From an optimization exercise on the open Yosys and OpenROAD flow, aimed at small area, a short achievable clock period and few clock cycles per item; shortcuts taken in it are not production practice. Function was checked by simulation only, so behaviour that the tests miss may differ from the original. Power is estimated from default activity; no workload was simulated.

==> try-xenon: inputs <==
Design snc_alu, start of the top module:
module snc_alu (
    input  wire        clk,
    input  wire        rst,
    input  wire        in_valid,
    output wire        in_ready,
    input  wire [4:0]  op,
    input  wire        qb,
    input  wire [39:0] a,
    input  wire [39:0] b,
    input  wire [39:0] d,
    output reg         out_valid,
    output reg  [3:0]  out_trap,
    output reg  [39:0] out_word
);
clock: 16.0 ns
lec_check: 0
cap_margin: 30
core_margin: 2
core_utilization: 35
place_density: 0.55
slew_margin: 30
standard.sh (not shown) runs the stock make flow with config.mk's settings and CLKGATE_MAP_FILE= SYNTH_SCRIPT=/design/flow/synth_recipe.tcl, a recipe that flattens the netlist after the stock synthesis.
==> flow/flow/run.sh <==
#!/bin/bash
set -euo pipefail
bash standard.sh SETUP_SLACK_MARGIN=10 finish > orfs_make.log 2>&1
==> try-harbor (differences from try-xenon) <==
--- a/flow/design.v
+++ b/flow/design.v
@@ -15,15 +15,17 @@
     output wire [1:0]  tpay,       
     output wire [33:0] ms,         
     output wire [33:0] mc,
     output reg  [33:0] x,
     output reg  [33:0] y,
     output reg         ci,
     output wire        selq,       
+    output wire        selqn,      
     output wire        selr,       
+    output wire        selrn,      
     output wire        ng,         
     output wire        need_div,   
     output wire [31:0] mag_a,
     output wire [31:0] mag_b,
     output wire        a_neg,
     output reg  [5:0]  na,         
     output reg  [5:0]  nb
@@ -206,35 +208,42 @@
     endfunction
     wire a_signed = (ta == T_INT) || (ta == T_DUR);
     wire b_signed = (tb == T_INT) || (tb == T_DUR);
     assign a_neg = a_signed & pa[31];
     wire b_neg = b_signed & pb[31];
     wire [33:0] xa = {{2{a_neg}}, pa};
     wire [33:0] xb = {{2{b_neg}}, pb};
-    wire [31:0] la = pa ^ {32{a_neg}};
-    wire [31:0] lb = pb ^ {32{b_neg}};
+    wire [5:0] na_p = clz32(pa);
+    wire [5:0] na_n = clz32({~pa[30:0], 1'b1});
+    wire [5:0] nb_p = clz32(pb);
+    wire [5:0] nb_n = clz32(~pb);
     integer i;
     always @* begin
-        na = clz32(la);
-        nb = clz32(lb);
+        na = a_neg ? na_n : na_p;
+        nb = b_neg ? nb_n : nb_p;
     end
     wire div_zero = (pb == 32'd0);
     wire is_divop = (op == O_DIV) || (op == O_MOD);
     assign need_div = is_divop && checks_pass && !div_zero;
     assign mag_a = a_neg ? (32'd0 - pa) : pa;
     assign mag_b = b_neg ? (32'd0 - pb) : pb;
-    assign selq = need_div && (op == O_DIV);
-    assign selr = need_div && (op == O_MOD);
-    assign ng = need_div && ((op == O_MOD) ? a_neg : (a_neg ^ b_neg));
+    wire q_ng = a_neg ^ b_neg;
+    assign selq = need_div && (op == O_DIV) && !q_ng;
+    assign selqn = need_div && (op == O_DIV) && q_ng;
+    assign selr = need_div && (op == O_MOD) && !a_neg;
+    assign selrn = need_div && (op == O_MOD) && a_neg;
+    assign ng = selqn || selrn;
     wire dz = is_divop && checks_pass && div_zero;
     assign tpay = {dz & a_neg, dz & !a_neg & (pa != 32'd0)};
     wire [33:0] m_s, m_c;
     snc_alu_mulcsa u_mul (.x(xa), .y(xb), .s(m_s), .c(m_c));
     assign psign = a_neg ^ b_neg;
-    assign mbig  = (op == O_MUL) && (({1'b0, na} + {1'b0, nb}) <= 7'd30);
+    wire [6:0] nab = {1'b0, na} + {1'b0, nb};
+    assign mbig  = (op == O_MUL) && (nab[6:5] == 2'd0) &&
+                   (a_neg ? (nab[4:0] < 5'd30) : (nab[4:0] != 5'd31));    
     assign mul   = (op == O_MUL);
     assign ms    = m_s & {34{mul}};
     assign mc    = m_c & {34{mul}};
     wire sgn = a_signed;
     wire [33:0] ca = {{2{sgn & pa[31]}}, pa};
     wire [33:0] cb = {{2{sgn & pb[31]}}, pb};
     wire [33:0] cd = {{2{sgn & pd[31]}}, pd};
@@ -281,20 +290,16 @@
     endgenerate
     wire [31:0] sh_out = left ? sh_rev : sh_r;
     wire [31:0] bit_k = 32'd1 << k;
     wire        bput  = (op == O_BPUT);
     wire [31:0] bbase = bput ? pd : pa;
     wire        bset  = (op == O_BSET) | (bput & pa[0]);
     wire [31:0] bit_r = bset ? (bbase | bit_k) : (bbase & ~bit_k);
-    reg [5:0] popc;
-    always @* begin
-        popc = 6'd0;
-        for (i = 0; i < 32; i = i + 1)
-            popc = popc + {5'd0, pa[i]};
-    end
+    wire [5:0] pc_s, pc_c;
+    snc_alu_popcsa u_popc (.v(pa), .s(pc_s), .c(pc_c));
     reg [31:0] pay;
     always @* begin
         case (op)
             O_MIN:  pay = min_ab;
             O_MAX:  pay = max_ab;
             O_LIM:  pay = lim_r;
             O_EQ:   pay = {31'd0, eq};
@@ -304,15 +309,14 @@
             O_GT:   pay = {31'd0, c_gt};
             O_GE:   pay = {31'd0, c_gt | eq};
             O_AND:  pay = pa & pb;
             O_OR:   pay = pa | pb;
             O_XOR:  pay = pa ^ pb;
             O_NOT:  pay = (ta == T_BOOL) ? {31'd0, ~pa[0]} : ~pa;
             O_ANDN: pay = pa & ~pb;
-            O_POPC: pay = {26'd0, popc};
             O_CLZ:  pay = {26'd0, na};
             O_BTST: pay = {31'd0, r_o[0]};
             O_BSET, O_BCLR, O_BPUT: pay = bit_r;
             default: pay = sh_out;    
         endcase
     end
     wire stamp_diff = (ta == T_STAMP) && (tb == T_STAMP);
@@ -335,14 +339,15 @@
         y  = 34'd0;
         ci = 1'b0;
         case (op)
             O_ADD: begin x = xa; y = xb; end
             O_SUB: begin x = xa; y = ~xb; ci = 1'b1; end
             O_MUL: ;
             O_DIV, O_MOD: ;
+            O_POPC: begin x = {28'd0, pc_s}; y = {28'd0, pc_c}; end
             O_NEG: begin y = ~xa; ci = 1'b1; end
             O_ABS: begin
                 if (a_neg) begin y = ~xa; ci = 1'b1; end
                 else       x = xa;
             end
             default: x = {2'b00, pay};
         endcase
@@ -1323,14 +1328,84 @@
     assign s[31] = fs539;
     assign c[31] = fc538;
     assign s[32] = fs541;
     assign c[32] = fc540;
     assign s[33] = fs543;
     assign c[33] = fc542;
 endmodule
+module snc_alu_popcsa (
+    input  wire [31:0] v,
+    output wire [5:0]  s,
+    output wire [5:0]  c
+);
+    wire [3:0] q0 = v[3:0];
+    wire [2:0] n0 = {1'b0, 1'b0, q0[0]} + {1'b0, 1'b0, q0[1]} + {1'b0, 1'b0, q0[2]} + {1'b0, 1'b0, q0[3]};
+    wire [3:0] q1 = v[7:4];
+    wire [2:0] n1 = {1'b0, 1'b0, q1[0]} + {1'b0, 1'b0, q1[1]} + {1'b0, 1'b0, q1[2]} + {1'b0, 1'b0, q1[3]};
+    wire [3:0] q2 = v[11:8];
+    wire [2:0] n2 = {1'b0, 1'b0, q2[0]} + {1'b0, 1'b0, q2[1]} + {1'b0, 1'b0, q2[2]} + {1'b0, 1'b0, q2[3]};
+    wire [3:0] q3 = v[15:12];
+    wire [2:0] n3 = {1'b0, 1'b0, q3[0]} + {1'b0, 1'b0, q3[1]} + {1'b0, 1'b0, q3[2]} + {1'b0, 1'b0, q3[3]};
+    wire [3:0] q4 = v[19:16];
+    wire [2:0] n4 = {1'b0, 1'b0, q4[0]} + {1'b0, 1'b0, q4[1]} + {1'b0, 1'b0, q4[2]} + {1'b0, 1'b0, q4[3]};
+    wire [3:0] q5 = v[23:20];
+    wire [2:0] n5 = {1'b0, 1'b0, q5[0]} + {1'b0, 1'b0, q5[1]} + {1'b0, 1'b0, q5[2]} + {1'b0, 1'b0, q5[3]};
+    wire [3:0] q6 = v[27:24];
+    wire [2:0] n6 = {1'b0, 1'b0, q6[0]} + {1'b0, 1'b0, q6[1]} + {1'b0, 1'b0, q6[2]} + {1'b0, 1'b0, q6[3]};
+    wire [3:0] q7 = v[31:28];
+    wire [2:0] n7 = {1'b0, 1'b0, q7[0]} + {1'b0, 1'b0, q7[1]} + {1'b0, 1'b0, q7[2]} + {1'b0, 1'b0, q7[3]};
+    wire ps1 = n0[0] ^ n1[0] ^ n2[0];
+    wire pc2 = (n0[0] & n1[0]) | (n2[0] & (n0[0] ^ n1[0]));
+    wire ps3 = n0[1] ^ n1[1] ^ n2[1];
+    wire pc4 = (n0[1] & n1[1]) | (n2[1] & (n0[1] ^ n1[1]));
+    wire qs5 = n3[1] ^ n4[1];
+    wire qc6 = n3[1] & n4[1];
+    wire ps7 = n0[2] ^ n1[2] ^ n2[2];
+    wire pc8 = (n0[2] & n1[2]) | (n2[2] & (n0[2] ^ n1[2]));
+    wire ps9 = n3[2] ^ n4[2] ^ n5[2];
+    wire pc10 = (n3[2] & n4[2]) | (n5[2] & (n3[2] ^ n4[2]));
+    wire ps11 = n3[0] ^ n4[0] ^ n5[0];
+    wire pc12 = (n3[0] & n4[0]) | (n5[0] & (n3[0] ^ n4[0]));
+    wire ps13 = n5[1] ^ n6[1] ^ n7[1];
+    wire pc14 = (n5[1] & n6[1]) | (n7[1] & (n5[1] ^ n6[1]));
+    wire qs15 = ps3 ^ qs5;
+    wire qc16 = ps3 & qs5;
+    wire ps17 = n6[2] ^ n7[2] ^ ps7;
+    wire pc18 = (n6[2] & n7[2]) | (ps7 & (n6[2] ^ n7[2]));
+    wire ps19 = ps9 ^ pc4 ^ qc6;
+    wire pc20 = (ps9 & pc4) | (qc6 & (ps9 ^ pc4));
+    wire qs21 = n6[0] ^ n7[0];
+    wire qc22 = n6[0] & n7[0];
+    wire ps23 = pc2 ^ ps13 ^ pc12;
+    wire pc24 = (pc2 & ps13) | (pc12 & (pc2 ^ ps13));
+    wire ps25 = pc14 ^ ps17 ^ ps19;
+    wire pc26 = (pc14 & ps17) | (ps19 & (pc14 ^ ps17));
+    wire ps27 = pc8 ^ pc10 ^ pc18;
+    wire pc28 = (pc8 & pc10) | (pc18 & (pc8 ^ pc10));
+    wire qs29 = ps1 ^ ps11;
+    wire qc30 = ps1 & ps11;
+    wire ps31 = qc22 ^ qs15 ^ ps23;
+    wire pc32 = (qc22 & qs15) | (ps23 & (qc22 ^ qs15));
+    wire ps33 = qc16 ^ pc24 ^ ps25;
+    wire pc34 = (qc16 & pc24) | (ps25 & (qc16 ^ pc24));
+    wire ps35 = pc20 ^ ps27 ^ pc26;
+    wire pc36 = (pc20 & ps27) | (pc26 & (pc20 ^ ps27));
+    assign s[0] = qs21;
+    assign c[0] = qs29;
+    assign s[1] = ps31;
+    assign c[1] = qc30;
+    assign s[2] = ps33;
+    assign c[2] = pc32;
+    assign s[3] = ps35;
+    assign c[3] = pc34;
+    assign s[4] = pc28;
+    assign c[4] = pc36;
+    assign s[5] = 1'b0;
+    assign c[5] = 1'b0;
+endmodule
 module snc_alu (
     input  wire        clk,
     input  wire        rst,
     input  wire        in_valid,
     output wire        in_ready,
     input  wire [4:0]  op,
     input  wire        qb,
@@ -1362,32 +1437,34 @@
             d0  <= d;
         end
     end
     wire [3:0]  e_trap;
     wire [3:0]  e_hdr;
     wire [3:0]  e_ty;
     wire        e_arith, e_mul, e_psign, e_mbig, e_ci, e_selq, e_selr, e_ng;
+    wire        e_selqn, e_selrn;
     wire [1:0]  e_cls, e_tpay;
     wire [33:0] e_x, e_y, e_ms, e_mc;
     wire        e_need_div, e_a_neg;
     wire [31:0] e_mag_a, e_mag_b;
     wire [5:0]  e_na, e_nb;
     snc_alu_exec u_exec (
         .op(op0), .qb(qb0), .a(a0), .b(b0), .d(d0),
         .trap(e_trap), .hdr(e_hdr), .ty(e_ty), .arith(e_arith), .cls(e_cls),
         .mul(e_mul), .psign(e_psign), .mbig(e_mbig), .tpay(e_tpay),
         .ms(e_ms), .mc(e_mc), .x(e_x), .y(e_y), .ci(e_ci), .selq(e_selq), .selr(e_selr), .ng(e_ng),
+        .selqn(e_selqn), .selrn(e_selrn),
         .need_div(e_need_div), .mag_a(e_mag_a), .mag_b(e_mag_b), .a_neg(e_a_neg),
         .na(e_na), .nb(e_nb)
     );
     reg        v1;
     reg [3:0]  trap1;
     reg [3:0]  hdr1;
     reg [3:0]  ty1;
-    reg        arith1, mul1, psign1, mbig1, ci1, selq1, selr1, ng1;
+    reg        arith1, mul1, psign1, mbig1, ci1, selq1, selr1, ng1, selqn1, selrn1;
     reg [1:0]  cls1, tpay1;
     reg [33:0] x1, y1, ms1, mc1;
     always @(posedge clk) begin
         if (rst) begin
             v1 <= 1'b0;
         end else if (!busy) begin
             v1 <= v0;
@@ -1405,28 +1482,26 @@
             x1     <= e_x;
             ms1    <= e_ms;
             mc1    <= e_mc;
             y1     <= e_y;
             ci1    <= e_ci;
             selq1  <= e_selq;
             selr1  <= e_selr;
+            selqn1 <= e_selqn;
+            selrn1 <= e_selrn;
             ng1    <= e_ng;
         end
     end
     reg [31:0] rem;
     reg [31:0] quo;
     reg [32:0] dvb;
-    reg [5:0]  na1, nb1;
-    reg        an1;
-    reg        aln;            
     reg [4:0]  cnt;
-    wire [6:0] s_t  = {1'b0, e_nb} + {6'd0, e_a_neg} - {1'b0, e_na};
-    wire [6:0] a_t  = {1'b0, nb1} + {6'd0, an1} - {1'b0, na1};
-    wire [5:0] a_sh = {a_t[5:1], 1'b0};
-    wire [4:0] a_k  = a_t[5:1] + 5'd1;
+    wire [6:0] s_t  = {1'b0, e_nb} - {1'b0, e_na};
+    wire [5:0] s_sh = {s_t[5:1], 1'b0};
+    wire [4:0] s_k  = s_t[5:1] + 5'd1;
     wire [35:0] r_1 = {4'd0, rem} - {3'd0, dvb};
     wire [35:0] r_2 = {4'd0, rem} - {2'd0, dvb, 1'b0};
     wire [35:0] c_a = {4'd0, rem};
     wire [35:0] c_b = ~{3'd0, dvb};
     wire [35:0] c_c = ~{2'd0, dvb, 1'b0};
     wire [35:0] c_s = c_a ^ c_b ^ c_c;
     wire [35:0] c_k = {(c_a[34:0] & c_b[34:0]) | (c_c[34:0] & (c_a[34:0] ^ c_b[34:0])), 1'b0};
@@ -1446,43 +1521,34 @@
     always @(posedge clk) begin
         if (rst) begin
             busy <= 1'b0;
             rdy  <= 1'b1;
         end else if (!busy) begin
             busy <= start_div;
             rdy  <= !start_div;
-        end else if (aln) begin
-            busy <= 1'b1;
-            rdy  <= 1'b0;
         end else begin
             busy <= (cnt != 5'd1);
             rdy  <= (cnt == 5'd1);
         end
         if (!busy) begin
             rem <= e_mag_a;
             quo <= 32'd0;
-            dvb <= {1'b0, e_mag_b};
-            na1 <= e_na;
-            nb1 <= e_nb;
-            an1 <= e_a_neg;
-            aln <= 1'b1;
-        end else if (aln) begin
-            dvb <= dvb << a_sh;
-            cnt <= a_k;
-            aln <= 1'b0;
+            dvb <= {1'b0, e_mag_b} << s_sh;
+            cnt <= s_k;
         end else begin
             rem <= rem_n;
             quo <= {quo[29:0], digit};
             dvb <= {2'b00, dvb[32:2]};
             cnt <= cnt - 5'd1;
         end
     end
-    wire [31:0] dres = (rem & {32{selr1}}) | (quo & {32{selq1}});
+    wire [31:0] dres = (rem & {32{selr1}}) | (~rem & {32{selrn1}}) |
+                       (quo & {32{selq1}}) | (~quo & {32{selqn1}});
     wire [33:0] fx   = x1 | ms1;
-    wire [33:0] fy   = y1 | mc1 | ({2'b00, dres} ^ {34{ng1}});
+    wire [33:0] fy   = y1 | mc1 | {{2{ng1}}, dres};
     wire        fci  = ci1 | ng1;
     wire [34:0] rp   = {fx, fci} + {fy, fci};    
     wire [33:0] r    = rp[34:1];
     reg        ovf;
     reg [31:0] sat;
     always @* begin
         case (cls1)
==> flow/flow/run.sh (replaced) <==
#!/bin/bash
set -euo pipefail
bash standard.sh SETUP_SLACK_MARGIN=11 ABC_AREA=1 finish > orfs_make.log 2>&1
==> results.txt <==
quantity	try-xenon	try-harbor
Hold path start	ty1[2]$_DFFE_PN_	hdr1[3]$_DFFE_PN_
Cells resized by post-CTS repair	104	337
Final GP Congestion	1.037	1.040
Max IR drop VDD	0.0001042 V	0.0001628 V
Count of flip-flops with a built-in enable after synthesis	336	285
Seq. pwr	1.45 mW	1.43 mW
Instance area at placement	58,900 sq um	57,470 sq um
Design internal power	4.131 mW	4.147 mW
Clock power share	18.4%	16.5%
Maximum number of pins on one net before global-route repair	100	106
Arrival time of the worst setup path	6.55 ns	5.67 ns
N_diodes	9	12
TritonCTS sink count	448	436
Synthesized area	54,640 sq um	53,690 sq um
Non-clk invs	526	938
Die ar.	159,300 sq um	156,500 sq um
Total power	7.758 mW	8.314 mW
Dpl ws	8.831 ns	8.699 ns
Layout clock buffer count	75	65
Num sequential	448	436
#MultiIn Comb	4,824	5,621
Ratio of cells with drive above 1 in the final layout	10.32%	12.10%
Run status	complete, no violations	complete, no violations
Timing-limited maximum frequency	164.8 MHz	192.2 MHz
Testbench counts of try-xenon, summed over its fixed seeds: cycles 29,476, items 24,000.
Testbench counts of try-harbor, summed over its fixed seeds: cycles 28,623, items 24,000.

afterwards: timing with drivers on the ports:
How much do the figures lean on ideal ports? The routed layouts below were timed once more, with nothing changed but the port constraints.
Step 1 (the two cells are an assumption about what drives the block):
set clk [get_ports {clk}]
set_driving_cell -lib_cell sky130_fd_sc_hd__clkbuf_16 $clk
set_driving_cell -lib_cell sky130_fd_sc_hd__buf_2 [delete_from_list [all_inputs] $clk]
Step 2 times the ports against the registers' clock, not the clock port: input delays grow and output delays shrink by t, the midpoint of the rising clock arrivals with the driver on.
a / b / c = no drivers / after step 1 / after step 2; a / b = the first two.
run | t (ns) | setup WS [ns] | worst hold slack (ns) | worst setup path after step 2 | cell pins on the clock port's net
try-xenon | 0.786 | 9.930 / 9.930 / 9.873 | 0.338 / 0.338 / 0.338 | input to register | 1
try-harbor | 0.790 | 10.798 / 10.798 / 10.446 | 0.346 / 0.346 / 0.346 | input to register | 1
After both steps setup and hold are still met in every run listed. For try-harbor, which loses most, drivers alone change the setup slack by 0.000 ns; drivers and shift together by -0.352 ns.
